This is an optimization exercise on Yosys and OpenROAD, whose aim is small area and a short achievable clock period, not a production implementation. No functional check of the RTL was part of this run.

File: flow/run.sh
#!/bin/bash
# The standard ORFS layout (the standard.sh), with two changes:
# timing repair keeps a setup margin, so that paths are optimised well below
# the 20 ns clock, and the ports get plain buffers.
set -euo pipefail
bash standard.sh SETUP_SLACK_MARGIN=14.75 "BUFFER_PORTS_ARGS=-buffer_cell sky130_fd_sc_hd__buf_1"  "CTS_ARGS=-sink_clustering_enable -repair_clock_nets -dont_use_dummy_load -sink_clustering_size 30 -sink_clustering_max_diameter 60" finish > orfs_flow.log 2>&1
File: standard.sh
#!/bin/bash
# synth_recipe.tcl (not shown) runs the flow's synth.tcl, then flattens the netlist and writes it again
# the make line also repeats each setting of config.mk as NAME=value (left out here)
make -C /OpenROAD-flow-scripts/flow DESIGN_CONFIG=/design/flow/config.mk WORK_HOME=/design/flow/orfs CLKGATE_MAP_FILE= SYNTH_SCRIPT=/design/flow/synth_recipe.tcl "${@:-finish}"
File: config.mk
export PLATFORM = sky130hd
export DESIGN_NAME = memi_bch79
export DESIGN_NICKNAME = memi_bch79
export VERILOG_FILES = /design/flow/design.v
export SDC_FILE = /design/flow/constraint.sdc
export NUM_CORES = 4
export LEC_CHECK = 0
export CAP_MARGIN = 20
export CORE_MARGIN = 2
export CORE_UTILIZATION = 50
export SLEW_MARGIN = 20
File: constraint.sdc
create_clock -name core_clock -period 20.0 [get_ports {clk}]
set_input_delay 4.0000 -clock core_clock [delete_from_list [all_inputs] [get_ports {clk}]]
set_output_delay 4.0000 -clock core_clock [all_outputs]
set_load 0.01 [all_outputs]
File: design.v
module memi_bch79 (
    input  wire        clk,
    input  wire        rst_n,
    input  wire        enc_valid,
    input  wire [63:0] enc_data,
    output reg         enc_out_valid,
    output reg  [78:0] enc_code,
    input  wire        dec_valid,
    input  wire [78:0] dec_code,
    output reg         dec_out_valid,
    output reg  [63:0] dec_data,
    output reg  [1:0]  dec_status
);
    function [6:0] gf_mul;
        input [6:0] a;
        input [6:0] b;
        integer k;
        reg [6:0] acc;
        reg [6:0] sh;
        begin
            acc = 7'd0;
            sh  = a;
            for (k = 0; k < 7; k = k + 1) begin
                if (b[k]) acc = acc ^ sh;
                sh = {sh[5:0], 1'b0} ^ (sh[6] ? 7'h09 : 7'h00);
            end
            gf_mul = acc;
        end
    endfunction
    wire [13:0] enc_chk;
    wire enc_par;
    wire ex0 = enc_data[17] ^ enc_data[43];
    wire ex1 = enc_data[14] ^ enc_data[3];
    wire ex2 = enc_data[0] ^ enc_data[22];
    wire ex3 = enc_data[13] ^ enc_data[46];
    wire ex4 = enc_data[27] ^ enc_data[33];
    wire ex5 = enc_data[30] ^ enc_data[44];
    wire ex6 = enc_data[1] ^ enc_data[23];
    wire ex7 = enc_data[31] ^ enc_data[47];
    wire ex8 = enc_data[37] ^ enc_data[62];
    wire ex9 = enc_data[2] ^ enc_data[24];
    wire ex10 = enc_data[38] ^ enc_data[63];
    wire ex11 = enc_data[25] ^ enc_data[26];
    wire ex12 = enc_data[32] ^ enc_data[4];
    wire ex13 = enc_data[18] ^ enc_data[5];
    wire ex14 = enc_data[29] ^ enc_data[45];
    wire ex15 = enc_data[48] ^ enc_data[61];
    wire ex16 = enc_data[50] ^ enc_data[53];
    wire ex17 = enc_data[56] ^ ex1;
    wire ex18 = enc_data[28] ^ enc_data[59];
    wire ex19 = enc_data[10] ^ enc_data[54];
    wire ex20 = enc_data[49] ^ enc_data[57];
    wire ex21 = enc_data[11] ^ enc_data[55];
    wire ex22 = enc_data[12] ^ enc_data[58];
    wire ex23 = enc_data[42] ^ enc_data[6];
    wire ex24 = enc_data[9] ^ ex0;
    wire ex25 = ex14 ^ ex4;
    wire ex26 = ex16 ^ ex2;
    wire ex27 = enc_data[39] ^ ex6;
    wire ex28 = enc_data[7] ^ ex8;
    wire ex29 = enc_data[40] ^ ex9;
    wire ex30 = enc_data[41] ^ ex3;
    wire ex31 = ex5 ^ ex7;
    wire ex32 = enc_data[35] ^ enc_data[60];
    wire ex33 = enc_data[34] ^ ex18;
    wire ex34 = ex15 ^ ex19;
    wire ex35 = enc_data[21] ^ ex10;
    wire ex36 = ex11 ^ ex12;
    wire ex37 = enc_data[20] ^ ex28;
    wire ex38 = enc_data[15] ^ enc_data[19];
    wire ex39 = enc_data[52] ^ enc_data[8];
    wire ex40 = enc_data[16] ^ enc_data[50];
    wire ex41 = enc_data[14] ^ ex13;
    wire ex42 = ex20 ^ ex21;
    wire ex43 = enc_data[61] ^ ex23;
    wire ex44 = ex22 ^ ex40;
    wire ex45 = enc_data[51] ^ ex24;
    wire ex46 = ex27 ^ ex32;
    wire ex47 = enc_data[36] ^ ex29;
    wire ex48 = enc_data[60] ^ ex35;
    wire ex49 = ex30 ^ ex42;
    wire ex50 = ex17 ^ ex31;
    wire ex51 = enc_data[5] ^ enc_data[58];
    wire ex52 = enc_data[30] ^ enc_data[43];
    wire ex53 = enc_data[22] ^ enc_data[55];
    wire ex54 = enc_data[26] ^ enc_data[49];
    wire ex55 = enc_data[10] ^ enc_data[4];
    wire ex56 = enc_data[42] ^ enc_data[47];
    wire ex57 = enc_data[57] ^ ex3;
    wire ex58 = enc_data[6] ^ ex15;
    wire ex59 = enc_data[13] ^ ex0;
    wire ex60 = enc_data[38] ^ ex4;
    wire ex61 = enc_data[40] ^ ex39;
    wire ex62 = ex38 ^ ex52;
    wire ex63 = enc_data[25] ^ ex10;
    wire ex64 = enc_data[23] ^ ex13;
    wire ex65 = enc_data[0] ^ ex1;
    wire ex66 = enc_data[29] ^ ex21;
    wire ex67 = enc_data[2] ^ ex22;
    wire ex68 = enc_data[62] ^ ex11;
    wire ex69 = ex12 ^ ex54;
    wire ex70 = enc_data[27] ^ ex23;
    wire ex71 = enc_data[37] ^ ex33;
    wire ex72 = enc_data[39] ^ ex26;
    wire ex73 = ex25 ^ ex41;
    wire ex74 = ex26 ^ ex60;
    wire ex75 = ex34 ^ ex61;
    wire ex76 = enc_data[32] ^ ex25;
    wire ex77 = enc_data[41] ^ ex44;
    wire ex78 = enc_data[46] ^ ex43;
    wire ex79 = ex27 ^ ex63;
    wire ex80 = enc_data[9] ^ ex29;
    wire ex81 = enc_data[24] ^ ex30;
    wire ex82 = ex31 ^ ex36;
    wire ex83 = ex24 ^ ex33;
    wire ex84 = enc_data[63] ^ ex17;
    wire ex85 = ex45 ^ ex58;
    wire ex86 = enc_data[16] ^ ex37;
    wire ex87 = enc_data[54] ^ ex48;
    wire ex88 = ex47 ^ ex62;
    wire ex89 = ex50 ^ ex53;
    wire ex90 = ex37 ^ ex65;
    wire ex91 = ex46 ^ ex68;
    wire ex92 = enc_data[15] ^ ex49;
    wire ex_enc_chk_0_0 = enc_data[8] ^ ex38;
    wire ex_enc_chk_0_1 = ex5 ^ ex57;
    wire ex_enc_chk_0_2 = ex_enc_chk_0_0 ^ ex71;
    wire ex_enc_chk_0_3 = ex72 ^ ex73;
    wire ex_enc_chk_0_4 = ex_enc_chk_0_1 ^ ex85;
    wire ex_enc_chk_0_5 = ex_enc_chk_0_2 ^ ex_enc_chk_0_3;
    assign enc_chk[0] = ex_enc_chk_0_4 ^ ex_enc_chk_0_5;
    wire ex_enc_chk_1_0 = enc_data[59] ^ ex20;
    wire ex_enc_chk_1_1 = ex51 ^ ex7;
    wire ex_enc_chk_1_2 = ex59 ^ ex_enc_chk_1_0;
    wire ex_enc_chk_1_3 = ex_enc_chk_1_1 ^ ex46;
    wire ex_enc_chk_1_4 = ex74 ^ ex75;
    wire ex_enc_chk_1_5 = ex_enc_chk_1_2 ^ ex86;
    wire ex_enc_chk_1_6 = ex_enc_chk_1_3 ^ ex_enc_chk_1_4;
    assign enc_chk[1] = ex_enc_chk_1_5 ^ ex_enc_chk_1_6;
    wire ex_enc_chk_2_0 = ex2 ^ ex51;
    wire ex_enc_chk_2_1 = ex6 ^ ex8;
    wire ex_enc_chk_2_2 = ex_enc_chk_2_0 ^ ex_enc_chk_2_1;
    wire ex_enc_chk_2_3 = ex49 ^ ex76;
    wire ex_enc_chk_2_4 = ex_enc_chk_2_2 ^ ex87;
    wire ex_enc_chk_2_5 = ex88 ^ ex_enc_chk_2_3;
    assign enc_chk[2] = ex_enc_chk_2_4 ^ ex_enc_chk_2_5;
    wire ex_enc_chk_3_0 = enc_data[20] ^ enc_data[33];
    wire ex_enc_chk_3_1 = ex9 ^ ex_enc_chk_3_0;
    wire ex_enc_chk_3_2 = ex_enc_chk_3_1 ^ ex71;
    wire ex_enc_chk_3_3 = ex77 ^ ex78;
    wire ex_enc_chk_3_4 = ex79 ^ ex89;
    wire ex_enc_chk_3_5 = ex_enc_chk_3_2 ^ ex_enc_chk_3_3;
    assign enc_chk[3] = ex_enc_chk_3_4 ^ ex_enc_chk_3_5;
    wire ex_enc_chk_4_0 = enc_data[19] ^ enc_data[21];
    wire ex_enc_chk_4_1 = enc_data[28] ^ enc_data[8];
    wire ex_enc_chk_4_2 = ex32 ^ ex_enc_chk_4_0;
    wire ex_enc_chk_4_3 = ex_enc_chk_4_1 ^ ex28;
    wire ex_enc_chk_4_4 = ex36 ^ ex64;
    wire ex_enc_chk_4_5 = ex_enc_chk_4_2 ^ ex50;
    wire ex_enc_chk_4_6 = ex74 ^ ex78;
    wire ex_enc_chk_4_7 = ex80 ^ ex_enc_chk_4_3;
    wire ex_enc_chk_4_8 = ex_enc_chk_4_4 ^ ex_enc_chk_4_5;
    wire ex_enc_chk_4_9 = ex_enc_chk_4_6 ^ ex_enc_chk_4_7;
    assign enc_chk[4] = ex_enc_chk_4_8 ^ ex_enc_chk_4_9;
    wire ex_enc_chk_5_0 = enc_data[17] ^ enc_data[18];
    wire ex_enc_chk_5_1 = enc_data[36] ^ enc_data[59];
    wire ex_enc_chk_5_2 = ex10 ^ ex16;
    wire ex_enc_chk_5_3 = ex19 ^ ex6;
    wire ex_enc_chk_5_4 = ex_enc_chk_5_0 ^ ex_enc_chk_5_1;
    wire ex_enc_chk_5_5 = ex_enc_chk_5_2 ^ ex_enc_chk_5_3;
    wire ex_enc_chk_5_6 = ex_enc_chk_5_4 ^ ex81;
    wire ex_enc_chk_5_7 = ex82 ^ ex_enc_chk_5_5;
    wire ex_enc_chk_5_8 = ex90 ^ ex_enc_chk_5_6;
    assign enc_chk[5] = ex_enc_chk_5_7 ^ ex_enc_chk_5_8;
    wire ex_enc_chk_6_0 = enc_data[1] ^ ex9;
    wire ex_enc_chk_6_1 = ex26 ^ ex43;
    wire ex_enc_chk_6_2 = ex57 ^ ex66;
    wire ex_enc_chk_6_3 = ex_enc_chk_6_0 ^ ex82;
    wire ex_enc_chk_6_4 = ex83 ^ ex_enc_chk_6_1;
    wire ex_enc_chk_6_5 = ex_enc_chk_6_2 ^ ex87;
    wire ex_enc_chk_6_6 = ex_enc_chk_6_3 ^ ex_enc_chk_6_4;
    assign enc_chk[6] = ex_enc_chk_6_5 ^ ex_enc_chk_6_6;
    wire ex_enc_chk_7_0 = enc_data[43] ^ enc_data[51];
    wire ex_enc_chk_7_1 = enc_data[7] ^ ex13;
    wire ex_enc_chk_7_2 = ex_enc_chk_7_0 ^ ex34;
    wire ex_enc_chk_7_3 = ex67 ^ ex_enc_chk_7_1;
    wire ex_enc_chk_7_4 = ex76 ^ ex_enc_chk_7_2;
    wire ex_enc_chk_7_5 = ex_enc_chk_7_3 ^ ex89;
    wire ex_enc_chk_7_6 = ex91 ^ ex_enc_chk_7_4;
    assign enc_chk[7] = ex_enc_chk_7_5 ^ ex_enc_chk_7_6;
    wire ex_enc_chk_8_0 = enc_data[31] ^ enc_data[52];
    wire ex_enc_chk_8_1 = ex8 ^ ex_enc_chk_8_0;
    wire ex_enc_chk_8_2 = ex64 ^ ex66;
    wire ex_enc_chk_8_3 = ex69 ^ ex_enc_chk_8_1;
    wire ex_enc_chk_8_4 = ex45 ^ ex47;
    wire ex_enc_chk_8_5 = ex72 ^ ex84;
    wire ex_enc_chk_8_6 = ex_enc_chk_8_2 ^ ex_enc_chk_8_3;
    wire ex_enc_chk_8_7 = ex_enc_chk_8_4 ^ ex_enc_chk_8_5;
    assign enc_chk[8] = ex_enc_chk_8_6 ^ ex_enc_chk_8_7;
    wire ex_enc_chk_9_0 = enc_data[12] ^ ex12;
    wire ex_enc_chk_9_1 = ex14 ^ ex2;
    wire ex_enc_chk_9_2 = ex17 ^ ex_enc_chk_9_0;
    wire ex_enc_chk_9_3 = ex_enc_chk_9_1 ^ ex75;
    wire ex_enc_chk_9_4 = ex79 ^ ex81;
    wire ex_enc_chk_9_5 = ex83 ^ ex_enc_chk_9_2;
    wire ex_enc_chk_9_6 = ex_enc_chk_9_3 ^ ex_enc_chk_9_4;
    assign enc_chk[9] = ex_enc_chk_9_5 ^ ex_enc_chk_9_6;
    wire ex_enc_chk_10_0 = enc_data[29] ^ enc_data[33];
    wire ex_enc_chk_10_1 = enc_data[53] ^ ex5;
    wire ex_enc_chk_10_2 = ex55 ^ ex56;
    wire ex_enc_chk_10_3 = ex_enc_chk_10_0 ^ ex41;
    wire ex_enc_chk_10_4 = ex_enc_chk_10_1 ^ ex_enc_chk_10_2;
    wire ex_enc_chk_10_5 = ex80 ^ ex_enc_chk_10_3;
    wire ex_enc_chk_10_6 = ex_enc_chk_10_4 ^ ex91;
    wire ex_enc_chk_10_7 = ex92 ^ ex_enc_chk_10_5;
    assign enc_chk[10] = ex_enc_chk_10_6 ^ ex_enc_chk_10_7;
    wire ex_enc_chk_11_0 = enc_data[11] ^ enc_data[34];
    wire ex_enc_chk_11_1 = enc_data[45] ^ enc_data[5];
    wire ex_enc_chk_11_2 = ex11 ^ ex7;
    wire ex_enc_chk_11_3 = ex_enc_chk_11_0 ^ ex_enc_chk_11_1;
    wire ex_enc_chk_11_4 = ex34 ^ ex70;
    wire ex_enc_chk_11_5 = ex_enc_chk_11_2 ^ ex_enc_chk_11_3;
    wire ex_enc_chk_11_6 = ex77 ^ ex84;
    wire ex_enc_chk_11_7 = ex_enc_chk_11_4 ^ ex_enc_chk_11_5;
    wire ex_enc_chk_11_8 = ex88 ^ ex_enc_chk_11_6;
    assign enc_chk[11] = ex_enc_chk_11_7 ^ ex_enc_chk_11_8;
    wire ex_enc_chk_12_0 = enc_data[12] ^ enc_data[3];
    wire ex_enc_chk_12_1 = enc_data[31] ^ enc_data[35];
    wire ex_enc_chk_12_2 = enc_data[44] ^ enc_data[48];
    wire ex_enc_chk_12_3 = enc_data[51] ^ ex0;
    wire ex_enc_chk_12_4 = ex18 ^ ex_enc_chk_12_0;
    wire ex_enc_chk_12_5 = ex_enc_chk_12_1 ^ ex_enc_chk_12_2;
    wire ex_enc_chk_12_6 = ex36 ^ ex70;
    wire ex_enc_chk_12_7 = ex_enc_chk_12_3 ^ ex_enc_chk_12_4;
    wire ex_enc_chk_12_8 = ex_enc_chk_12_5 ^ ex_enc_chk_12_6;
    wire ex_enc_chk_12_9 = ex_enc_chk_12_7 ^ ex86;
    wire ex_enc_chk_12_10 = ex92 ^ ex_enc_chk_12_8;
    assign enc_chk[12] = ex_enc_chk_12_9 ^ ex_enc_chk_12_10;
    wire ex_enc_chk_13_0 = enc_data[28] ^ enc_data[36];
    wire ex_enc_chk_13_1 = enc_data[44] ^ enc_data[56];
    wire ex_enc_chk_13_2 = enc_data[7] ^ ex39;
    wire ex_enc_chk_13_3 = ex56 ^ ex_enc_chk_13_0;
    wire ex_enc_chk_13_4 = ex_enc_chk_13_1 ^ ex44;
    wire ex_enc_chk_13_5 = ex59 ^ ex69;
    wire ex_enc_chk_13_6 = ex_enc_chk_13_2 ^ ex_enc_chk_13_3;
    wire ex_enc_chk_13_7 = ex48 ^ ex73;
    wire ex_enc_chk_13_8 = ex_enc_chk_13_4 ^ ex_enc_chk_13_5;
    wire ex_enc_chk_13_9 = ex_enc_chk_13_6 ^ ex_enc_chk_13_7;
    assign enc_chk[13] = ex_enc_chk_13_8 ^ ex_enc_chk_13_9;
    wire ex_enc_par_0 = enc_data[1] ^ enc_data[11];
    wire ex_enc_par_1 = enc_data[19] ^ enc_data[52];
    wire ex_enc_par_2 = ex20 ^ ex55;
    wire ex_enc_par_3 = ex_enc_par_0 ^ ex_enc_par_1;
    wire ex_enc_par_4 = ex25 ^ ex35;
    wire ex_enc_par_5 = ex67 ^ ex_enc_par_2;
    wire ex_enc_par_6 = ex_enc_par_3 ^ ex_enc_par_4;
    wire ex_enc_par_7 = ex_enc_par_5 ^ ex85;
    wire ex_enc_par_8 = ex90 ^ ex_enc_par_6;
    assign enc_par = ex_enc_par_7 ^ ex_enc_par_8;
    always @(posedge clk) begin
        enc_out_valid <= rst_n & enc_valid;
        enc_code      <= {enc_par, enc_chk, enc_data};
    end
    wire [6:0] s1_c, s3_c;
    wire p_ca, p_cb;
    wire sx0 = dec_code[41] ^ dec_code[61];
    wire sx1 = dec_code[43] ^ dec_code[62];
    wire sx2 = dec_code[0] ^ dec_code[36];
    wire sx3 = dec_code[17] ^ dec_code[24];
    wire sx4 = dec_code[46] ^ dec_code[60];
    wire sx5 = dec_code[10] ^ dec_code[37];
    wire sx6 = dec_code[2] ^ dec_code[25];
    wire sx7 = dec_code[44] ^ dec_code[58];
    wire sx8 = dec_code[47] ^ dec_code[54];
    wire sx9 = dec_code[19] ^ dec_code[3];
    wire sx10 = dec_code[11] ^ dec_code[5];
    wire sx11 = dec_code[13] ^ dec_code[8];
    wire sx12 = dec_code[32] ^ dec_code[59];
    wire sx13 = dec_code[55] ^ dec_code[63];
    wire sx14 = dec_code[16] ^ dec_code[77];
    wire sx15 = dec_code[48] ^ dec_code[73];
    wire sx16 = dec_code[4] ^ dec_code[6];
    wire sx17 = dec_code[57] ^ sx1;
    wire sx18 = dec_code[38] ^ sx5;
    wire sx19 = dec_code[14] ^ dec_code[9];
    wire sx20 = dec_code[23] ^ dec_code[35];
    wire sx21 = dec_code[42] ^ dec_code[45];
    wire sx22 = dec_code[71] ^ dec_code[75];
    wire sx23 = dec_code[15] ^ dec_code[18];
    wire sx24 = dec_code[26] ^ dec_code[39];
    wire sx25 = dec_code[21] ^ dec_code[52];
    wire sx26 = dec_code[1] ^ sx3;
    wire sx27 = dec_code[7] ^ sx13;
    wire sx28 = dec_code[29] ^ sx6;
    wire sx29 = dec_code[72] ^ sx4;
    wire sx30 = sx0 ^ sx7;
    wire sx31 = dec_code[74] ^ sx8;
    wire sx32 = dec_code[22] ^ sx2;
    wire sx33 = dec_code[33] ^ dec_code[76];
    wire sx34 = dec_code[34] ^ dec_code[50];
    wire sx35 = dec_code[31] ^ dec_code[70];
    wire sx36 = dec_code[27] ^ sx11;
    wire sx37 = sx12 ^ sx21;
    wire sx38 = dec_code[20] ^ sx9;
    wire sx39 = sx16 ^ sx32;
    wire sx40 = dec_code[40] ^ dec_code[53];
    wire sx41 = dec_code[28] ^ sx19;
    wire sx42 = sx10 ^ sx20;
    wire sx43 = dec_code[56] ^ sx33;
    wire sx44 = sx14 ^ sx15;
    wire sx45 = sx17 ^ sx22;
    wire sx46 = dec_code[12] ^ sx26;
    wire sx47 = sx18 ^ sx28;
    wire sx48 = sx29 ^ sx30;
    wire sx49 = sx23 ^ sx27;
    wire sx50 = dec_code[40] ^ dec_code[60];
    wire sx51 = dec_code[54] ^ dec_code[68];
    wire sx52 = dec_code[51] ^ dec_code[69];
    wire sx53 = dec_code[64] ^ sx0;
    wire sx54 = dec_code[47] ^ sx9;
    wire sx55 = dec_code[7] ^ sx35;
    wire sx56 = dec_code[30] ^ sx42;
    wire sx57 = dec_code[49] ^ sx41;
    wire sx58 = sx17 ^ sx34;
    wire sx59 = dec_code[53] ^ sx38;
    wire sx60 = dec_code[67] ^ sx31;
    wire sx61 = sx24 ^ sx36;
    wire sx62 = sx45 ^ sx60;
    wire sx63 = dec_code[52] ^ sx39;
    wire sx64 = dec_code[31] ^ dec_code[6];
    wire sx65 = dec_code[36] ^ dec_code[63];
    wire sx66 = dec_code[61] ^ dec_code[9];
    wire sx67 = dec_code[17] ^ dec_code[5];
    wire sx68 = dec_code[23] ^ dec_code[65];
    wire sx69 = dec_code[39] ^ dec_code[72];
    wire sx70 = dec_code[12] ^ dec_code[34];
    wire sx71 = dec_code[56] ^ dec_code[59];
    wire sx72 = dec_code[26] ^ dec_code[69];
    wire sx73 = dec_code[18] ^ dec_code[68];
    wire sx74 = sx4 ^ sx40;
    wire sx75 = sx64 ^ sx8;
    wire sx76 = dec_code[13] ^ sx24;
    wire sx77 = dec_code[14] ^ sx16;
    wire sx78 = dec_code[51] ^ sx11;
    wire sx79 = dec_code[58] ^ sx10;
    wire sx80 = sx25 ^ sx50;
    wire sx81 = dec_code[25] ^ sx22;
    wire sx82 = dec_code[3] ^ sx15;
    wire sx83 = dec_code[10] ^ sx20;
    wire sx84 = dec_code[62] ^ sx14;
    wire sx85 = sx19 ^ sx72;
    wire sx86 = dec_code[27] ^ sx25;
    wire sx87 = dec_code[42] ^ sx35;
    wire sx88 = sx25 ^ sx73;
    wire sx89 = dec_code[71] ^ sx51;
    wire sx90 = sx2 ^ sx27;
    wire sx91 = sx26 ^ sx53;
    wire sx92 = sx36 ^ sx37;
    wire sx93 = dec_code[11] ^ sx54;
    wire sx94 = dec_code[66] ^ sx37;
    wire sx95 = sx44 ^ sx76;
    wire sx96 = sx28 ^ sx29;
    wire sx97 = sx43 ^ sx80;
    wire sx98 = dec_code[29] ^ sx31;
    wire sx99 = sx18 ^ sx52;
    wire sx100 = sx30 ^ sx71;
    wire sx101 = sx40 ^ sx44;
    wire sx102 = sx6 ^ sx87;
    wire sx103 = sx7 ^ sx89;
    wire sx104 = sx56 ^ sx74;
    wire sx105 = sx43 ^ sx48;
    wire sx106 = sx46 ^ sx47;
    wire sx107 = sx57 ^ sx65;
    wire sx108 = sx47 ^ sx58;
    wire sx109 = sx49 ^ sx93;
    wire sx110 = sx49 ^ sx67;
    wire sx111 = sx55 ^ sx98;
    wire sx112 = sx39 ^ sx61;
    wire sx_s1_c_0_0 = dec_code[16] ^ dec_code[37];
    wire sx_s1_c_0_1 = dec_code[48] ^ sx_s1_c_0_0;
    wire sx_s1_c_0_2 = sx41 ^ sx_s1_c_0_1;
    wire sx_s1_c_0_3 = sx45 ^ sx90;
    wire sx_s1_c_0_4 = sx91 ^ sx92;
    wire sx_s1_c_0_5 = sx_s1_c_0_2 ^ sx104;
    wire sx_s1_c_0_6 = sx_s1_c_0_3 ^ sx_s1_c_0_4;
    assign s1_c[0] = sx_s1_c_0_5 ^ sx_s1_c_0_6;
    wire sx_s1_c_1_0 = dec_code[42] ^ dec_code[65];
    wire sx_s1_c_1_1 = dec_code[8] ^ sx1;
    wire sx_s1_c_1_2 = sx23 ^ sx_s1_c_1_0;
    wire sx_s1_c_1_3 = sx75 ^ sx_s1_c_1_1;
    wire sx_s1_c_1_4 = sx_s1_c_1_2 ^ sx_s1_c_1_3;
    wire sx_s1_c_1_5 = sx105 ^ sx106;
    wire sx_s1_c_1_6 = sx107 ^ sx_s1_c_1_4;
    assign s1_c[1] = sx_s1_c_1_5 ^ sx_s1_c_1_6;
    wire sx_s1_c_2_0 = dec_code[30] ^ dec_code[44];
    wire sx_s1_c_2_1 = sx66 ^ sx_s1_c_2_0;
    wire sx_s1_c_2_2 = sx_s1_c_2_1 ^ sx94;
    wire sx_s1_c_2_3 = sx95 ^ sx108;
    wire sx_s1_c_2_4 = sx109 ^ sx_s1_c_2_2;
    assign s1_c[2] = sx_s1_c_2_3 ^ sx_s1_c_2_4;
    wire sx_s1_c_3_0 = dec_code[76] ^ sx12;
    wire sx_s1_c_3_1 = sx24 ^ sx68;
    wire sx_s1_c_3_2 = sx77 ^ sx78;
    wire sx_s1_c_3_3 = sx_s1_c_3_0 ^ sx_s1_c_3_1;
    wire sx_s1_c_3_4 = sx59 ^ sx96;
    wire sx_s1_c_3_5 = sx_s1_c_3_2 ^ sx_s1_c_3_3;
    wire sx_s1_c_3_6 = sx110 ^ sx62;
    wire sx_s1_c_3_7 = sx_s1_c_3_4 ^ sx_s1_c_3_5;
    assign s1_c[3] = sx_s1_c_3_6 ^ sx_s1_c_3_7;
    wire sx_s1_c_4_0 = dec_code[20] ^ dec_code[24];
    wire sx_s1_c_4_1 = dec_code[75] ^ sx51;
    wire sx_s1_c_4_2 = sx69 ^ sx_s1_c_4_0;
    wire sx_s1_c_4_3 = sx77 ^ sx79;
    wire sx_s1_c_4_4 = sx_s1_c_4_1 ^ sx_s1_c_4_2;
    wire sx_s1_c_4_5 = sx92 ^ sx97;
    wire sx_s1_c_4_6 = sx_s1_c_4_3 ^ sx_s1_c_4_4;
    wire sx_s1_c_4_7 = sx108 ^ sx_s1_c_4_5;
    assign s1_c[4] = sx_s1_c_4_6 ^ sx_s1_c_4_7;
    wire sx_s1_c_5_0 = dec_code[35] ^ dec_code[4];
    wire sx_s1_c_5_1 = sx12 ^ sx_s1_c_5_0;
    wire sx_s1_c_5_2 = sx81 ^ sx82;
    wire sx_s1_c_5_3 = sx_s1_c_5_1 ^ sx91;
    wire sx_s1_c_5_4 = sx97 ^ sx99;
    wire sx_s1_c_5_5 = sx_s1_c_5_2 ^ sx111;
    wire sx_s1_c_5_6 = sx_s1_c_5_3 ^ sx_s1_c_5_4;
    assign s1_c[5] = sx_s1_c_5_5 ^ sx_s1_c_5_6;
    wire sx_s1_c_6_0 = dec_code[15] ^ sx21;
    wire sx_s1_c_6_1 = sx50 ^ sx70;
    wire sx_s1_c_6_2 = sx83 ^ sx84;
    wire sx_s1_c_6_3 = sx_s1_c_6_0 ^ sx_s1_c_6_1;
    wire sx_s1_c_6_4 = sx100 ^ sx61;
    wire sx_s1_c_6_5 = sx_s1_c_6_2 ^ sx_s1_c_6_3;
    wire sx_s1_c_6_6 = sx111 ^ sx63;
    wire sx_s1_c_6_7 = sx_s1_c_6_4 ^ sx_s1_c_6_5;
    assign s1_c[6] = sx_s1_c_6_6 ^ sx_s1_c_6_7;
    wire sx_s3_c_0_0 = dec_code[33] ^ dec_code[49];
    wire sx_s3_c_0_1 = dec_code[71] ^ sx1;
    wire sx_s3_c_0_2 = sx15 ^ sx3;
    wire sx_s3_c_0_3 = sx_s3_c_0_0 ^ sx31;
    wire sx_s3_c_0_4 = sx37 ^ sx53;
    wire sx_s3_c_0_5 = sx79 ^ sx85;
    wire sx_s3_c_0_6 = sx_s3_c_0_1 ^ sx_s3_c_0_2;
    wire sx_s3_c_0_7 = sx59 ^ sx_s3_c_0_3;
    wire sx_s3_c_0_8 = sx_s3_c_0_4 ^ sx_s3_c_0_5;
    wire sx_s3_c_0_9 = sx_s3_c_0_6 ^ sx63;
    wire sx_s3_c_0_10 = sx_s3_c_0_7 ^ sx_s3_c_0_8;
    assign s3_c[0] = sx_s3_c_0_9 ^ sx_s3_c_0_10;
    wire sx_s3_c_1_0 = dec_code[45] ^ dec_code[68];
    wire sx_s3_c_1_1 = sx69 ^ sx_s3_c_1_0;
    wire sx_s3_c_1_2 = sx42 ^ sx75;
    wire sx_s3_c_1_3 = sx84 ^ sx_s3_c_1_1;
    wire sx_s3_c_1_4 = sx100 ^ sx46;
    wire sx_s3_c_1_5 = sx59 ^ sx90;
    wire sx_s3_c_1_6 = sx99 ^ sx_s3_c_1_2;
    wire sx_s3_c_1_7 = sx_s3_c_1_3 ^ sx_s3_c_1_4;
    wire sx_s3_c_1_8 = sx_s3_c_1_5 ^ sx_s3_c_1_6;
    assign s3_c[1] = sx_s3_c_1_7 ^ sx_s3_c_1_8;
    wire sx_s3_c_2_0 = dec_code[23] ^ dec_code[38];
    wire sx_s3_c_2_1 = sx10 ^ sx3;
    wire sx_s3_c_2_2 = sx70 ^ sx_s3_c_2_0;
    wire sx_s3_c_2_3 = sx38 ^ sx86;
    wire sx_s3_c_2_4 = sx_s3_c_2_1 ^ sx_s3_c_2_2;
    wire sx_s3_c_2_5 = sx95 ^ sx96;
    wire sx_s3_c_2_6 = sx_s3_c_2_3 ^ sx_s3_c_2_4;
    wire sx_s3_c_2_7 = sx107 ^ sx62;
    wire sx_s3_c_2_8 = sx_s3_c_2_5 ^ sx_s3_c_2_6;
    assign s3_c[2] = sx_s3_c_2_7 ^ sx_s3_c_2_8;
    wire sx_s3_c_3_0 = dec_code[32] ^ dec_code[45];
    wire sx_s3_c_3_1 = dec_code[70] ^ dec_code[73];
    wire sx_s3_c_3_2 = sx34 ^ sx5;
    wire sx_s3_c_3_3 = sx68 ^ sx_s3_c_3_0;
    wire sx_s3_c_3_4 = sx_s3_c_3_1 ^ sx32;
    wire sx_s3_c_3_5 = sx81 ^ sx85;
    wire sx_s3_c_3_6 = sx86 ^ sx_s3_c_3_2;
    wire sx_s3_c_3_7 = sx_s3_c_3_3 ^ sx46;
    wire sx_s3_c_3_8 = sx48 ^ sx_s3_c_3_4;
    wire sx_s3_c_3_9 = sx_s3_c_3_5 ^ sx_s3_c_3_6;
    wire sx_s3_c_3_10 = sx109 ^ sx_s3_c_3_7;
    wire sx_s3_c_3_11 = sx_s3_c_3_8 ^ sx_s3_c_3_9;
    assign s3_c[3] = sx_s3_c_3_10 ^ sx_s3_c_3_11;
    wire sx_s3_c_4_0 = dec_code[32] ^ dec_code[4];
    wire sx_s3_c_4_1 = dec_code[5] ^ dec_code[57];
    wire sx_s3_c_4_2 = sx_s3_c_4_0 ^ sx_s3_c_4_1;
    wire sx_s3_c_4_3 = sx54 ^ sx78;
    wire sx_s3_c_4_4 = sx83 ^ sx88;
    wire sx_s3_c_4_5 = sx_s3_c_4_2 ^ sx101;
    wire sx_s3_c_4_6 = sx102 ^ sx48;
    wire sx_s3_c_4_7 = sx_s3_c_4_3 ^ sx_s3_c_4_4;
    wire sx_s3_c_4_8 = sx_s3_c_4_5 ^ sx_s3_c_4_6;
    assign s3_c[4] = sx_s3_c_4_7 ^ sx_s3_c_4_8;
    wire sx_s3_c_5_0 = dec_code[19] ^ dec_code[2];
    wire sx_s3_c_5_1 = dec_code[55] ^ dec_code[67];
    wire sx_s3_c_5_2 = dec_code[76] ^ sx14;
    wire sx_s3_c_5_3 = sx23 ^ sx66;
    wire sx_s3_c_5_4 = sx_s3_c_5_0 ^ sx_s3_c_5_1;
    wire sx_s3_c_5_5 = sx18 ^ sx_s3_c_5_2;
    wire sx_s3_c_5_6 = sx_s3_c_5_3 ^ sx_s3_c_5_4;
    wire sx_s3_c_5_7 = sx103 ^ sx58;
    wire sx_s3_c_5_8 = sx_s3_c_5_5 ^ sx_s3_c_5_6;
    wire sx_s3_c_5_9 = sx104 ^ sx63;
    wire sx_s3_c_5_10 = sx_s3_c_5_7 ^ sx_s3_c_5_8;
    assign s3_c[5] = sx_s3_c_5_9 ^ sx_s3_c_5_10;
    wire sx_s3_c_6_0 = dec_code[28] ^ dec_code[41];
    wire sx_s3_c_6_1 = dec_code[46] ^ dec_code[66];
    wire sx_s3_c_6_2 = dec_code[69] ^ dec_code[74];
    wire sx_s3_c_6_3 = dec_code[77] ^ sx33;
    wire sx_s3_c_6_4 = sx_s3_c_6_0 ^ sx_s3_c_6_1;
    wire sx_s3_c_6_5 = sx_s3_c_6_2 ^ sx82;
    wire sx_s3_c_6_6 = sx_s3_c_6_3 ^ sx_s3_c_6_4;
    wire sx_s3_c_6_7 = sx102 ^ sx103;
    wire sx_s3_c_6_8 = sx_s3_c_6_5 ^ sx_s3_c_6_6;
    wire sx_s3_c_6_9 = sx110 ^ sx112;
    wire sx_s3_c_6_10 = sx_s3_c_6_7 ^ sx_s3_c_6_8;
    assign s3_c[6] = sx_s3_c_6_9 ^ sx_s3_c_6_10;
    wire sx_p_ca_0 = dec_code[65] ^ sx38;
    wire sx_p_ca_1 = sx55 ^ sx88;
    wire sx_p_ca_2 = sx56 ^ sx57;
    wire sx_p_ca_3 = sx_p_ca_0 ^ sx_p_ca_1;
    wire sx_p_ca_4 = sx106 ^ sx112;
    wire sx_p_ca_5 = sx_p_ca_2 ^ sx_p_ca_3;
    assign p_ca = sx_p_ca_4 ^ sx_p_ca_5;
    wire sx_p_cb_0 = dec_code[15] ^ dec_code[64];
    wire sx_p_cb_1 = dec_code[78] ^ sx13;
    wire sx_p_cb_2 = sx34 ^ sx52;
    wire sx_p_cb_3 = sx_p_cb_0 ^ sx_p_cb_1;
    wire sx_p_cb_4 = sx_p_cb_2 ^ sx101;
    wire sx_p_cb_5 = sx94 ^ sx_p_cb_3;
    wire sx_p_cb_6 = sx105 ^ sx62;
    wire sx_p_cb_7 = sx_p_cb_4 ^ sx_p_cb_5;
    assign p_cb = sx_p_cb_6 ^ sx_p_cb_7;
    reg        v1;
    reg [63:0] d1;
    reg [6:0]  u_q, s3_q;
    reg        p_qa, p_qb;     
    wire       p_q = p_qa ^ p_qb;
    always @(posedge clk) begin
        v1   <= rst_n & dec_valid;
        d1   <= dec_code[63:0];
        u_q  <= s1_c;
        s3_q <= s3_c;
        p_qa <= p_ca;
        p_qb <= p_cb;
    end
    wire [127:0] u_oh = 128'd1 << u_q;
    wire [6:0] w_inv3;
    assign w_inv3[0] = |(u_oh & 128'h15d74b29253db13504c5519f65dbdd50);
    assign w_inv3[1] = |(u_oh & 128'h4e639acdc93586ca23c5d0b08ee9f8ba);
    assign w_inv3[2] = |(u_oh & 128'h9b85e2807bf0ef8826ba31d14dff82e0);
    assign w_inv3[3] = |(u_oh & 128'h5f9c939f714fd7b7b70ca4002eaa2c4);
    assign w_inv3[4] = |(u_oh & 128'ha311734b72de0e931a419b317be33f12);
    assign w_inv3[5] = |(u_oh & 128'h634c5feed4f9e0c5b4ee82190160bbe4);
    assign w_inv3[6] = |(u_oh & 128'h976b81e7ca48e534dcdd95b5ba4e0a80);
    function in_range;
        input [6:0] x;
        begin
            case (x)
                7'd1, 7'd2, 7'd4, 7'd8, 7'd16, 7'd32, 7'd64, 7'd9, 7'd18, 7'd36, 7'd72, 7'd25, 7'd50, 7'd100, 7'd65, 7'd11, 7'd22, 7'd44, 7'd88, 7'd57, 7'd114, 7'd109, 7'd83, 7'd47, 7'd94, 7'd53, 7'd106, 7'd93, 7'd51, 7'd102, 7'd69, 7'd3, 7'd6, 7'd12, 7'd24, 7'd48, 7'd96, 7'd73, 7'd27, 7'd54, 7'd108, 7'd81, 7'd43, 7'd86, 7'd37, 7'd74, 7'd29, 7'd58, 7'd116, 7'd97, 7'd75, 7'd31, 7'd62, 7'd124, 7'd113, 7'd107, 7'd95, 7'd55, 7'd110, 7'd85, 7'd35, 7'd70, 7'd5, 7'd10, 7'd20, 7'd40, 7'd80, 7'd41, 7'd82, 7'd45, 7'd90, 7'd61, 7'd122, 7'd125, 7'd115, 7'd111, 7'd87, 7'd39: in_range = 1'b1;
                default: in_range = 1'b0;
            endcase
        end
    endfunction
    wire [6:0] ls [0:6];
    wire [6:0] ts;
    assign ls[0][0] = ^(s3_q & 7'h0);
    assign ls[0][1] = ^(s3_q & 7'h5e);
    assign ls[0][2] = ^(s3_q & 7'h5a);
    assign ls[0][3] = ^(s3_q & 7'h62);
    assign ls[0][4] = ^(s3_q & 7'h16);
    assign ls[0][5] = ^(s3_q & 7'h6a);
    assign ls[0][6] = ^(s3_q & 7'h4a);
    assign ts[0] = ^(s3_q & 7'h1);
    assign ls[1][0] = ^(s3_q & 7'h0);
    assign ls[1][1] = ^(s3_q & 7'h6c);
    assign ls[1][2] = ^(s3_q & 7'h6e);
    assign ls[1][3] = ^(s3_q & 7'h30);
    assign ls[1][4] = ^(s3_q & 7'hb);
    assign ls[1][5] = ^(s3_q & 7'h76);
    assign ls[1][6] = ^(s3_q & 7'h66);
    assign ts[1] = ^(s3_q & 7'h42);
    assign ls[2][0] = ^(s3_q & 7'h0);
    assign ls[2][1] = ^(s3_q & 7'h75);
    assign ls[2][2] = ^(s3_q & 7'h74);
    assign ls[2][3] = ^(s3_q & 7'h18);
    assign ls[2][4] = ^(s3_q & 7'h5);
    assign ls[2][5] = ^(s3_q & 7'h3a);
    assign ls[2][6] = ^(s3_q & 7'h32);
    assign ts[2] = ^(s3_q & 7'h20);
    assign ls[3][0] = ^(s3_q & 7'h0);
    assign ls[3][1] = ^(s3_q & 7'h79);
    assign ls[3][2] = ^(s3_q & 7'h3b);
    assign ls[3][3] = ^(s3_q & 7'h4e);
    assign ls[3][4] = ^(s3_q & 7'h40);
    assign ls[3][5] = ^(s3_q & 7'h5f);
    assign ls[3][6] = ^(s3_q & 7'h19);
    assign ts[3] = ^(s3_q & 7'h10);
    assign ls[4][0] = ^(s3_q & 7'h0);
    assign ls[4][1] = ^(s3_q & 7'h3d);
    assign ls[4][2] = ^(s3_q & 7'h1d);
    assign ls[4][3] = ^(s3_q & 7'h64);
    assign ls[4][4] = ^(s3_q & 7'h21);
    assign ls[4][5] = ^(s3_q & 7'h2e);
    assign ls[4][6] = ^(s3_q & 7'hc);
    assign ts[4] = ^(s3_q & 7'h8);
    assign ls[5][0] = ^(s3_q & 7'h0);
    assign ls[5][1] = ^(s3_q & 7'h1e);
    assign ls[5][2] = ^(s3_q & 7'he);
    assign ls[5][3] = ^(s3_q & 7'h33);
    assign ls[5][4] = ^(s3_q & 7'h52);
    assign ls[5][5] = ^(s3_q & 7'h55);
    assign ls[5][6] = ^(s3_q & 7'h44);
    assign ts[5] = ^(s3_q & 7'h46);
    assign ls[6][0] = ^(s3_q & 7'h0);
    assign ls[6][1] = ^(s3_q & 7'h4d);
    assign ls[6][2] = ^(s3_q & 7'h45);
    assign ls[6][3] = ^(s3_q & 7'h5b);
    assign ls[6][4] = ^(s3_q & 7'h28);
    assign ls[6][5] = ^(s3_q & 7'h69);
    assign ls[6][6] = ^(s3_q & 7'h23);
    assign ts[6] = ^(s3_q & 7'h22);
    wire [6:0] y_v = ({7{w_inv3[0]}} & ls[0]) ^ ({7{w_inv3[1]}} & ls[1]) ^
                     ({7{w_inv3[2]}} & ls[2]) ^ ({7{w_inv3[3]}} & ls[3]) ^
                     ({7{w_inv3[4]}} & ls[4]) ^ ({7{w_inv3[5]}} & ls[5]) ^
                     ({7{w_inv3[6]}} & ls[6]);
    wire       trc = ~^(w_inv3 & ts);
    reg        v2;
    reg [63:0] d2;
    reg [6:0]  u2, y2;
    reg        p2, trc2, u_nz2, s3_nz2;
    always @(posedge clk) begin
        v2     <= rst_n & v1;
        d2     <= d1;
        u2     <= u_q;
        y2     <= y_v;
        p2     <= p_q;
        trc2   <= trc;
        u_nz2  <= |u_q;
        s3_nz2 <= |s3_q;
    end
    wire [6:0] ubx [0:6];
    assign ubx[0][0] = ^(u2 & 7'h1);
    assign ubx[0][1] = ^(u2 & 7'h2);
    assign ubx[0][2] = ^(u2 & 7'h4);
    assign ubx[0][3] = ^(u2 & 7'ha);
    assign ubx[0][4] = ^(u2 & 7'h10);
    assign ubx[0][5] = ^(u2 & 7'h61);
    assign ubx[0][6] = ^(u2 & 7'h40);
    assign ubx[1][0] = ^(u2 & 7'h40);
    assign ubx[1][1] = ^(u2 & 7'h1);
    assign ubx[1][2] = ^(u2 & 7'h2);
    assign ubx[1][3] = ^(u2 & 7'h44);
    assign ubx[1][4] = ^(u2 & 7'ha);
    assign ubx[1][5] = ^(u2 & 7'h10);
    assign ubx[1][6] = ^(u2 & 7'h61);
    assign ubx[2][0] = ^(u2 & 7'h61);
    assign ubx[2][1] = ^(u2 & 7'h40);
    assign ubx[2][2] = ^(u2 & 7'h1);
    assign ubx[2][3] = ^(u2 & 7'h63);
    assign ubx[2][4] = ^(u2 & 7'h44);
    assign ubx[2][5] = ^(u2 & 7'ha);
    assign ubx[2][6] = ^(u2 & 7'h10);
    assign ubx[3][0] = ^(u2 & 7'h10);
    assign ubx[3][1] = ^(u2 & 7'h61);
    assign ubx[3][2] = ^(u2 & 7'h40);
    assign ubx[3][3] = ^(u2 & 7'h11);
    assign ubx[3][4] = ^(u2 & 7'h63);
    assign ubx[3][5] = ^(u2 & 7'h44);
    assign ubx[3][6] = ^(u2 & 7'ha);
    assign ubx[4][0] = ^(u2 & 7'ha);
    assign ubx[4][1] = ^(u2 & 7'h10);
    assign ubx[4][2] = ^(u2 & 7'h61);
    assign ubx[4][3] = ^(u2 & 7'h4a);
    assign ubx[4][4] = ^(u2 & 7'h11);
    assign ubx[4][5] = ^(u2 & 7'h63);
    assign ubx[4][6] = ^(u2 & 7'h44);
    assign ubx[5][0] = ^(u2 & 7'h44);
    assign ubx[5][1] = ^(u2 & 7'ha);
    assign ubx[5][2] = ^(u2 & 7'h10);
    assign ubx[5][3] = ^(u2 & 7'h25);
    assign ubx[5][4] = ^(u2 & 7'h4a);
    assign ubx[5][5] = ^(u2 & 7'h11);
    assign ubx[5][6] = ^(u2 & 7'h63);
    assign ubx[6][0] = ^(u2 & 7'h63);
    assign ubx[6][1] = ^(u2 & 7'h44);
    assign ubx[6][2] = ^(u2 & 7'ha);
    assign ubx[6][3] = ^(u2 & 7'h73);
    assign ubx[6][4] = ^(u2 & 7'h25);
    assign ubx[6][5] = ^(u2 & 7'h4a);
    assign ubx[6][6] = ^(u2 & 7'h11);
    wire [6:0] x1_v = ({7{y2[0]}} & ubx[0]) ^
                      ({7{y2[1]}} & ubx[1]) ^
                      ({7{y2[2]}} & ubx[2]) ^
                      ({7{y2[3]}} & ubx[3]) ^
                      ({7{y2[4]}} & ubx[4]) ^
                      ({7{y2[5]}} & ubx[5]) ^
                      ({7{y2[6]}} & ubx[6]);
    wire [6:0] x1  = x1_v;
    wire [6:0] x2  = x1 ^ ubx[0];     
    wire       u_nz  = u_nz2;
    wire       s3_nz = s3_nz2;
    wire       x1_z  = ~|x1;
    wire       in1   = in_range(x1);
    wire       in2   = in_range(x2);
    wire       ok    = u_nz & ~trc2 & in2 & ((in1 & ~p2) | x1_z);
    reg [7:0]  lo1, lo2;
    reg [15:0] hi1, hi2;
    integer i;
    always @* begin
        for (i = 0; i < 8; i = i + 1) begin
            lo1[i] = ok & (x1[2:0] == i);
            lo2[i] = ok & (x2[2:0] == i);
        end
        for (i = 0; i < 16; i = i + 1) begin
            hi1[i] = (x1[6:3] == i);
            hi2[i] = (x2[6:3] == i);
        end
    end
    wire [63:0] fix;
    assign fix[0] = (lo1[1] & hi1[8]) | (lo2[1] & hi2[8]);
    assign fix[1] = (lo1[3] & hi1[1]) | (lo2[3] & hi2[1]);
    assign fix[2] = (lo1[6] & hi1[2]) | (lo2[6] & hi2[2]);
    assign fix[3] = (lo1[4] & hi1[5]) | (lo2[4] & hi2[5]);
    assign fix[4] = (lo1[0] & hi1[11]) | (lo2[0] & hi2[11]);
    assign fix[5] = (lo1[1] & hi1[7]) | (lo2[1] & hi2[7]);
    assign fix[6] = (lo1[2] & hi1[14]) | (lo2[2] & hi2[14]);
    assign fix[7] = (lo1[5] & hi1[13]) | (lo2[5] & hi2[13]);
    assign fix[8] = (lo1[3] & hi1[10]) | (lo2[3] & hi2[10]);
    assign fix[9] = (lo1[7] & hi1[5]) | (lo2[7] & hi2[5]);
    assign fix[10] = (lo1[6] & hi1[11]) | (lo2[6] & hi2[11]);
    assign fix[11] = (lo1[5] & hi1[6]) | (lo2[5] & hi2[6]);
    assign fix[12] = (lo1[2] & hi1[13]) | (lo2[2] & hi2[13]);
    assign fix[13] = (lo1[5] & hi1[11]) | (lo2[5] & hi2[11]);
    assign fix[14] = (lo1[3] & hi1[6]) | (lo2[3] & hi2[6]);
    assign fix[15] = (lo1[6] & hi1[12]) | (lo2[6] & hi2[12]);
    assign fix[16] = (lo1[5] & hi1[8]) | (lo2[5] & hi2[8]);
    assign fix[17] = (lo1[3] & hi1[0]) | (lo2[3] & hi2[0]);
    assign fix[18] = (lo1[6] & hi1[0]) | (lo2[6] & hi2[0]);
    assign fix[19] = (lo1[4] & hi1[1]) | (lo2[4] & hi2[1]);
    assign fix[20] = (lo1[0] & hi1[3]) | (lo2[0] & hi2[3]);
    assign fix[21] = (lo1[0] & hi1[6]) | (lo2[0] & hi2[6]);
    assign fix[22] = (lo1[0] & hi1[12]) | (lo2[0] & hi2[12]);
    assign fix[23] = (lo1[1] & hi1[9]) | (lo2[1] & hi2[9]);
    assign fix[24] = (lo1[3] & hi1[3]) | (lo2[3] & hi2[3]);
    assign fix[25] = (lo1[6] & hi1[6]) | (lo2[6] & hi2[6]);
    assign fix[26] = (lo1[4] & hi1[13]) | (lo2[4] & hi2[13]);
    assign fix[27] = (lo1[1] & hi1[10]) | (lo2[1] & hi2[10]);
    assign fix[28] = (lo1[3] & hi1[5]) | (lo2[3] & hi2[5]);
    assign fix[29] = (lo1[6] & hi1[10]) | (lo2[6] & hi2[10]);
    assign fix[30] = (lo1[5] & hi1[4]) | (lo2[5] & hi2[4]);
    assign fix[31] = (lo1[2] & hi1[9]) | (lo2[2] & hi2[9]);
    assign fix[32] = (lo1[5] & hi1[3]) | (lo2[5] & hi2[3]);
    assign fix[33] = (lo1[2] & hi1[7]) | (lo2[2] & hi2[7]);
    assign fix[34] = (lo1[4] & hi1[14]) | (lo2[4] & hi2[14]);
    assign fix[35] = (lo1[1] & hi1[12]) | (lo2[1] & hi2[12]);
    assign fix[36] = (lo1[3] & hi1[9]) | (lo2[3] & hi2[9]);
    assign fix[37] = (lo1[7] & hi1[3]) | (lo2[7] & hi2[3]);
    assign fix[38] = (lo1[6] & hi1[7]) | (lo2[6] & hi2[7]);
    assign fix[39] = (lo1[4] & hi1[15]) | (lo2[4] & hi2[15]);
    assign fix[40] = (lo1[1] & hi1[14]) | (lo2[1] & hi2[14]);
    assign fix[41] = (lo1[3] & hi1[13]) | (lo2[3] & hi2[13]);
    assign fix[42] = (lo1[7] & hi1[11]) | (lo2[7] & hi2[11]);
    assign fix[43] = (lo1[7] & hi1[6]) | (lo2[7] & hi2[6]);
    assign fix[44] = (lo1[6] & hi1[13]) | (lo2[6] & hi2[13]);
    assign fix[45] = (lo1[5] & hi1[10]) | (lo2[5] & hi2[10]);
    assign fix[46] = (lo1[3] & hi1[4]) | (lo2[3] & hi2[4]);
    assign fix[47] = (lo1[6] & hi1[8]) | (lo2[6] & hi2[8]);
    assign fix[48] = (lo1[5] & hi1[0]) | (lo2[5] & hi2[0]);
    assign fix[49] = (lo1[2] & hi1[1]) | (lo2[2] & hi2[1]);
    assign fix[50] = (lo1[4] & hi1[2]) | (lo2[4] & hi2[2]);
    assign fix[51] = (lo1[0] & hi1[5]) | (lo2[0] & hi2[5]);
    assign fix[52] = (lo1[0] & hi1[10]) | (lo2[0] & hi2[10]);
    assign fix[53] = (lo1[1] & hi1[5]) | (lo2[1] & hi2[5]);
    assign fix[54] = (lo1[2] & hi1[10]) | (lo2[2] & hi2[10]);
    assign fix[55] = (lo1[5] & hi1[5]) | (lo2[5] & hi2[5]);
    assign fix[56] = (lo1[2] & hi1[11]) | (lo2[2] & hi2[11]);
    assign fix[57] = (lo1[5] & hi1[7]) | (lo2[5] & hi2[7]);
    assign fix[58] = (lo1[2] & hi1[15]) | (lo2[2] & hi2[15]);
    assign fix[59] = (lo1[5] & hi1[15]) | (lo2[5] & hi2[15]);
    assign fix[60] = (lo1[3] & hi1[14]) | (lo2[3] & hi2[14]);
    assign fix[61] = (lo1[7] & hi1[13]) | (lo2[7] & hi2[13]);
    assign fix[62] = (lo1[7] & hi1[10]) | (lo2[7] & hi2[10]);
    assign fix[63] = (lo1[7] & hi1[4]) | (lo2[7] & hi2[4]);
    reg [1:0] st;
    always @* begin
        if (ok)
            st = (x1_z & p2) ? 2'd1 : 2'd2;
        else if (!u_nz && !s3_nz)
            st = {1'b0, p2};
        else
            st = 2'd3;
    end
    always @(posedge clk) begin
        dec_out_valid <= rst_n & v2;
        dec_data      <= d2 ^ fix;
        dec_status    <= st;
    end
endmodule
==> run summary <==
[cell type report]
| class | count | area [µm²] |
|---|---|---|
| diodes | 2 | 5.005 |
| clock buffers | 23 | 575.6 |
| fillers | 3348 | 15530 |
| inverters | 33 | 123.9 |
| multi-input cells | 1487 | 12150 |
| flip-flops and latches | 310 | 6213 |
| well taps | 468 | 585.6 |
| repair buffers | 310 | 1252 |
[registers in the layout (all words and copies together) (netlist names)]
signal,cells
u_nz2,1
p_qb,1
dec_status,2
v2,1
y2,6
p2,1
s3_q,7
d1,64
dec_out_valid,1
d2,64
v1,1
trc2,1
enc_out_valid,1
dec_data,64
u2,7
u_q,7
p_qa,1
enc_code,79
s3_nz2,1
[synth_stat cells (10+ instances only)]
master / n / area [µm²]
ha_1: 14 / 175.2
and2_1: 14 / 87.58
nand2_1: 96 / 360.4
a32oi_1: 17 / 148.9
o22ai_1: 25 / 156.4
nor2b_1: 22 / 137.6
o211ai_1: 15 / 112.6
nand3_1: 26 / 130.1
o21ai_0: 39 / 195.2
buf_1: 15 / 56.30
nand2b_1: 24 / 150.1
a211oi_1: 11 / 82.58
nor4_1: 10 / 62.56
nor3_2: 61 / 610.6
inv_1: 29 / 108.9
dfxtp_1: 310 / 6206
a22oi_1: 62 / 465.5
xor2_1: 191 / 1673
xnor2_1: 470 / 4116
xnor3_1: 10 / 225.2
nor2_1: 88 / 330.3
mux2i_1: 15 / 150.1
nor3_1: 34 / 170.2
buf_2: 24 / 120.1
a21oi_1: 49 / 245.2
clkbuf_1: 57 / 214.0
[worst max-delay path, delay by kind of cell]
| kind | cells | cell delay (ns) |
|---|---|---|
| XOR/XNOR | 7 | 1.43 |
| buffers and inverters | 1 | 0.25 |
[layer usage]
| metal | routed length [µm] | track usage | vias to the layer above |
|---|---|---|---|
| li1 | - | - | 7056 |
| met1 | 26700 | 0.4313 | 7107 |
| met2 | 26650 | 0.4744 | 658 |
| met3 | 4404 | 0.04177 | 84 |
| met4 | 1169 | 0.06481 | 2 |
| met5 | 12 | 0 | - |
[stage by stage]
stage	hold slack, ns	cells	setup slack [ns]	utilization
after global placement	0.3101	2603	13.92	0.5478
final	0.3031	2633	14.75	0.5738
after global routing	0.3003	2633	14.65	0.5738
after detailed placement	0.3121	2603	13.90	0.5478
after CTS	0.3020	2630	14.74	0.5663
after floorplan	0.3096	1941	14.71	-
[logic make-up after synthesis]
| kind of cell | share of synthesized area |
|---|---|
| muxes | 0.01119 |
| xor gates and xnor gates | 0.3411 |
| DFF | 0.3364 |
| AOI/OAI and AO/OA | 0.1281 |
| and+or+nand+nor | 0.1379 |
| adders and majority gates | 0.009496 |
| buffers and inverters | 0.03581 |
[path summary, 6_finish.rpt]
kind                from           end  cells past startpoint
min reg2reg       d1[29]        d2[29]                      0
max          dec_code[0]          p_qa                      8
max reg2reg        u2[0]  dec_data[56]                     15
min               d1[29]        d2[29]                      0
[what timing repair did]
| action | in CTS | in global routing |
|---|---|---|
| hold endpoints to repair | 0 | 0 |
| buffers inserted | 4 | 1 |
| gates resized for setup | 15 | 41 |
| endpoints found under the setup margin | 24 | 79 |
| pin swaps | 5 | 4 |
==> run summary <==
- Outcome: timing/DRC/antenna clean
- Commonest non-fill, non-tap cell in the layout: xnor2_1
- Mapped Area: 18450 µm²
- Area post-placement: 19960 µm²
- Area growth syn-to-layout: 13.34%
- Syn avg cell area: 9.504 µm²
- Main synth FF type: dfxtp_1
- Initial antenna violation count: 3
- Commonest non-fill, non-tap cells in the layout: 431 x xnor2_1, 304 x dfxtp_1, 279 x buf_1
- GRT Total Usage: 0.2984
- Slew Limit Fails: 0
- Port Buffers: 293
- Clock Skew: 0.07311 ns
- Largest net degree at the start of global routing: 68
- Critical-path cell list: buf_1 -> xor2_2 -> xnor2_2 -> xor2_1 -> xnor2_2 -> xnor2_2 -> xnor2_1 -> xnor2_1
- Layout Nets: 2326
- Iter 0 DRT Violations: 1499
- RePlAce Congestion: 0.9618
- Crit-path slowest cell: xnor2_2
- CP Max Fanout: 3
- Cells after synthesis: 1941
- Initial core utilization: 0.5063
- Core ar.: 36430 µm²
- Sequential share of the synthesized area: 0.3364
- Die H: 196.1 µm
- Post-route ant nets: 0
- CTS Hold Buffers Added: 0
- Via Count: 14910
- I/O pins: 294
- Relative slew margins: 0.2346
- Number of enable flip-flop cells after synthesis: 0
- Drt pass-1 iters: 5
- Ys async rst share: 0
- Most used cell along the critical path: xnor2_2
- Fin crit period: 5.246 ns
- Design area: 20910 µm²
- FF+latch count, synth: 310
- Clk sink count: 310
- Clk Latency, worst-skew pair: 0.56 ns
- CTS H-tree lvls: 1
- Share of layout cells above drive strength 1: 0.1036
- Endpoints failing hold: 0
- Count of unique library cells instantiated by Yosys: 93
- CP Capture Type: flip-flop
- Setup TNS: 0 ns
- Via density: 5.662
- First-pass GRT wire length: 87.29 mm
- Drt wl/cell: 22.38 µm
- Drt drc: 0
- # rows: 70
- DP HPWL: 46.20 mm
- Max_cap viols: 0
- Final setup violation count: 0
- Fmax: 190.6 MHz
- Total CTS buffers: 23
- Root buffer cell: clkbuf_16
- Post-Route WL: 58.94 mm
- Vias in the first global route: 14120
- CTS tree: yes
- Chip Width: 196.1 µm
- Number of synthesis warnings: 1
- Hold WC Path Type: flip-flop to flip-flop
- Critical setup path kind: input pin to flip-flop
- Slowest stage delay, CP: 0.32 ns
- Clock-pin slew on the worst setup and hold paths: 0.09 ns
- Fin crit share: 0.2623
- WP data required: 20.43 ns
- Longest Clk Path Bufs: 3
- Worst EP arrival: 5.68 ns
- Die ar.: 38450 µm²
- Total gr overflow: 0
- Critical Path Start Type: input pin
- Worst slew pin tran: 1.140 ns
- R2r setup slk: 15.01 ns
- RSZ-0062 raised after global routing: yes
- Syn Nets: 2102

[what the ideal ports hide]
In the flow no input, the clock included, has a driving cell. The finished layout below was timed again as built, in two steps.
Step 1 sets driving cells, clkbuf_16 on the clock port and buf_2 on the other inputs (assumed; they add their load-dependent delay and slew).
Step 2, shift: input delay + t, output delay - t, t = (earliest + latest rising clock arrival at the registers) / 2. This alone moves slack from input paths to output paths.
a / b / c = no drivers / after step 1 / after step 2; a / b = the first two.
t, ns: 0.579
setup slack, ns: 14.754 / 14.782 / 14.204
hold WS [ns]: 0.303 / 0.303 / 0.303
After both steps setup and hold are still met in this run. The setup slack of this run moves by +0.028 ns with the drivers and by -0.550 ns with both steps.
